Source: an optimization exercise on an open RTL-to-GDS flow (aim: small area and a short achievable clock period). Production flows keep margins and buffers that such runs may drop.
In this exercise RTL edits were held to simulation tests only and were not proved equivalent to the original.
No activity file was given, so power comes from the tool's default toggle rates.

Design cv_unit, start of the top module:
module cv_unit (
    input             clk,
    input             rst,
    input             we,
    input      [3:0]  addr,
    input      [17:0] wdata,
    output reg [17:0] rdata,
    output reg        err,
    input             feed_valid,
    input      [3:0]  feed_n,
    input      [8:0]  feed_data
);
Size: ~2100 cells after synthesis, about 58 I/O pins.
==> flow/config.mk <==
export PLATFORM = sky130hd
export DESIGN_NAME = cv_unit
export DESIGN_NICKNAME = cv_unit
export VERILOG_FILES = /design/flow/design.v
export SDC_FILE = /design/flow/constraint.sdc
export NUM_CORES = 4
export LEC_CHECK = 0
export CAP_MARGIN = 20
export CORE_MARGIN = 2
export CORE_UTILIZATION = 40
export PLACE_DENSITY = 0.5
export SLEW_MARGIN = 20
==> flow/constraint.sdc <==
create_clock -name core_clock -period 27.0 [get_ports {clk}]
set_input_delay 5.4000 -clock core_clock [delete_from_list [all_inputs] [get_ports {clk}]]
set_output_delay 5.4000 -clock core_clock [all_outputs]
set_load 0.01 [all_outputs]
standard.sh (not shown) runs the stock make flow with config.mk's settings and CLKGATE_MAP_FILE= SYNTH_SCRIPT=/design/flow/synth_recipe.tcl, a recipe that flattens the netlist after the stock synthesis.
==> flow/flow/run.sh <==
#!/bin/bash
# Own layout flow: the standard ORFS flow (standard.sh) with
#  - synthesis mapped by ABC with area recovery (flow/synth.tcl, flow/abc_area.script);
#  - plain buffers (buf_2) on the ports instead of delay buffers;
#  - clkbuf_8 for the clock tree;
#  - ORFS's repair_timing aiming for extra setup slack (SETUP_SLACK_MARGIN),
#    so it sizes up the drivers on the long paths.
# The SDC, clock period, floorplan, power grid and routing are the standard ones.
set -euo pipefail
W=$(pwd)
export MY_ABC_SCRIPT=$W/flow/abc_area.script
make -C "$FLOW_HOME" DESIGN_CONFIG="$W/config.mk" WORK_HOME="$W/orfs" CLKGATE_MAP_FILE= \
  SYNTH_SCRIPT="$W/flow/synth.tcl" synth > "$W/synth.log" 2>&1
bash "$W/standard.sh" SETUP_SLACK_MARGIN=20.5 CTS_BUF_LIST=sky130_fd_sc_hd__clkbuf_8 \
  "BUFFER_PORTS_ARGS=-buffer_cell sky130_fd_sc_hd__buf_2" finish > "$W/layout.log" 2>&1
==> flow/flow/abc_area.script <==
&get -n
&st
&dch -f
&nf -R 1000
&put
topo
stime -c
==> flow/flow/synth.tcl <==
# synth_recipe.tcl (the standard synthesis), with one change: ABC maps the logic
# with flow/abc_area.script (mapping with area recovery) instead of ORFS's script.
# Registers are mapped before ABC runs, so they are the standard synthesis's.
proc synth {args} { yosys synth -nofsm -noshare {*}$args }
proc abc {args} {
  set i [lsearch -exact $args -script]
  if { $i >= 0 } {
    set args [lreplace $args $i [expr {$i + 1}] -script $::env(MY_ABC_SCRIPT)]
  }
  yosys abc {*}$args
}
source $::env(SCRIPTS_DIR)/synth.tcl
# left out here: clear keep_hierarchy, flatten, clean up, hide names made inside functions, write 1_2_yosys.v
Change:
==> flow/flow/run.sh (replaced) <==
#!/bin/bash
# Own layout flow: the standard ORFS flow (standard.sh) with
#  - synthesis mapped by ABC with area recovery (flow/synth.tcl, flow/abc_area.script);
#  - plain buffers (buf_2) on the ports instead of delay buffers;
#  - ORFS's repair_timing aiming for extra setup slack (SETUP_SLACK_MARGIN),
#    so it sizes up the drivers on the long paths.
# The SDC, clock period, floorplan, power grid, CTS and routing are the standard ones.
set -euo pipefail
W=$(pwd)
export MY_ABC_SCRIPT=$W/flow/abc_area.script
make -C "$FLOW_HOME" DESIGN_CONFIG="$W/config.mk" WORK_HOME="$W/orfs" CLKGATE_MAP_FILE= \
  SYNTH_SCRIPT="$W/flow/synth.tcl" synth > "$W/synth.log" 2>&1
bash "$W/standard.sh" SETUP_SLACK_MARGIN=20.5 \
  "BUFFER_PORTS_ARGS=-buffer_cell sky130_fd_sc_hd__buf_2" finish > "$W/layout.log" 2>&1
After rerunning:
- The new run finished with timing, DRC and antenna clean
- global-route usage went up by 0.20 points
- area after synthesis is unchanged
- via count went up by about 0.6%
- total power went up by about 10%
- final area went up by 4.1%
- die area is unchanged
- routed wire length went up by 0.80%
- maximum frequency is about the same
- clock-buffer cell count went up by 1
- critical path depth went up by 1
- sequential power barely changes

-- re-timing with driven ports --
No port has a modelled driver above. Below, the same layouts with a new extraction and two added sets of constraints.
Step 1 assumes that a clkbuf_16 drives the clock port and a buf_2 every other input.
Step 2 adds t to the input delays and takes it off the output delays; t is the mean of the earliest and latest rising clock arrival at the registers after step 1. Input paths then give back, and output paths get back, about the clock's delay inside the block.
a / b / c = ideal ports / drivers / drivers and shift; a / b = the first two.
run	shift t [ns]	slack for setup (ns)	hold WS [ns]	worst setup path after step 2	clock arrival spread, ns
the first run	0.542	20.419 / 20.369 / 19.828	0.517 / 0.517 / 0.517	input to register	0.027 / 0.027
the second run	0.498	20.426 / 20.341 / 19.843	0.514 / 0.514 / 0.514	input to register	0.021 / 0.021
After both steps setup and hold are still met in every run listed. The setup slack of the first run, which loses most, moves by -0.050 ns with the drivers and by -0.591 ns with both steps.
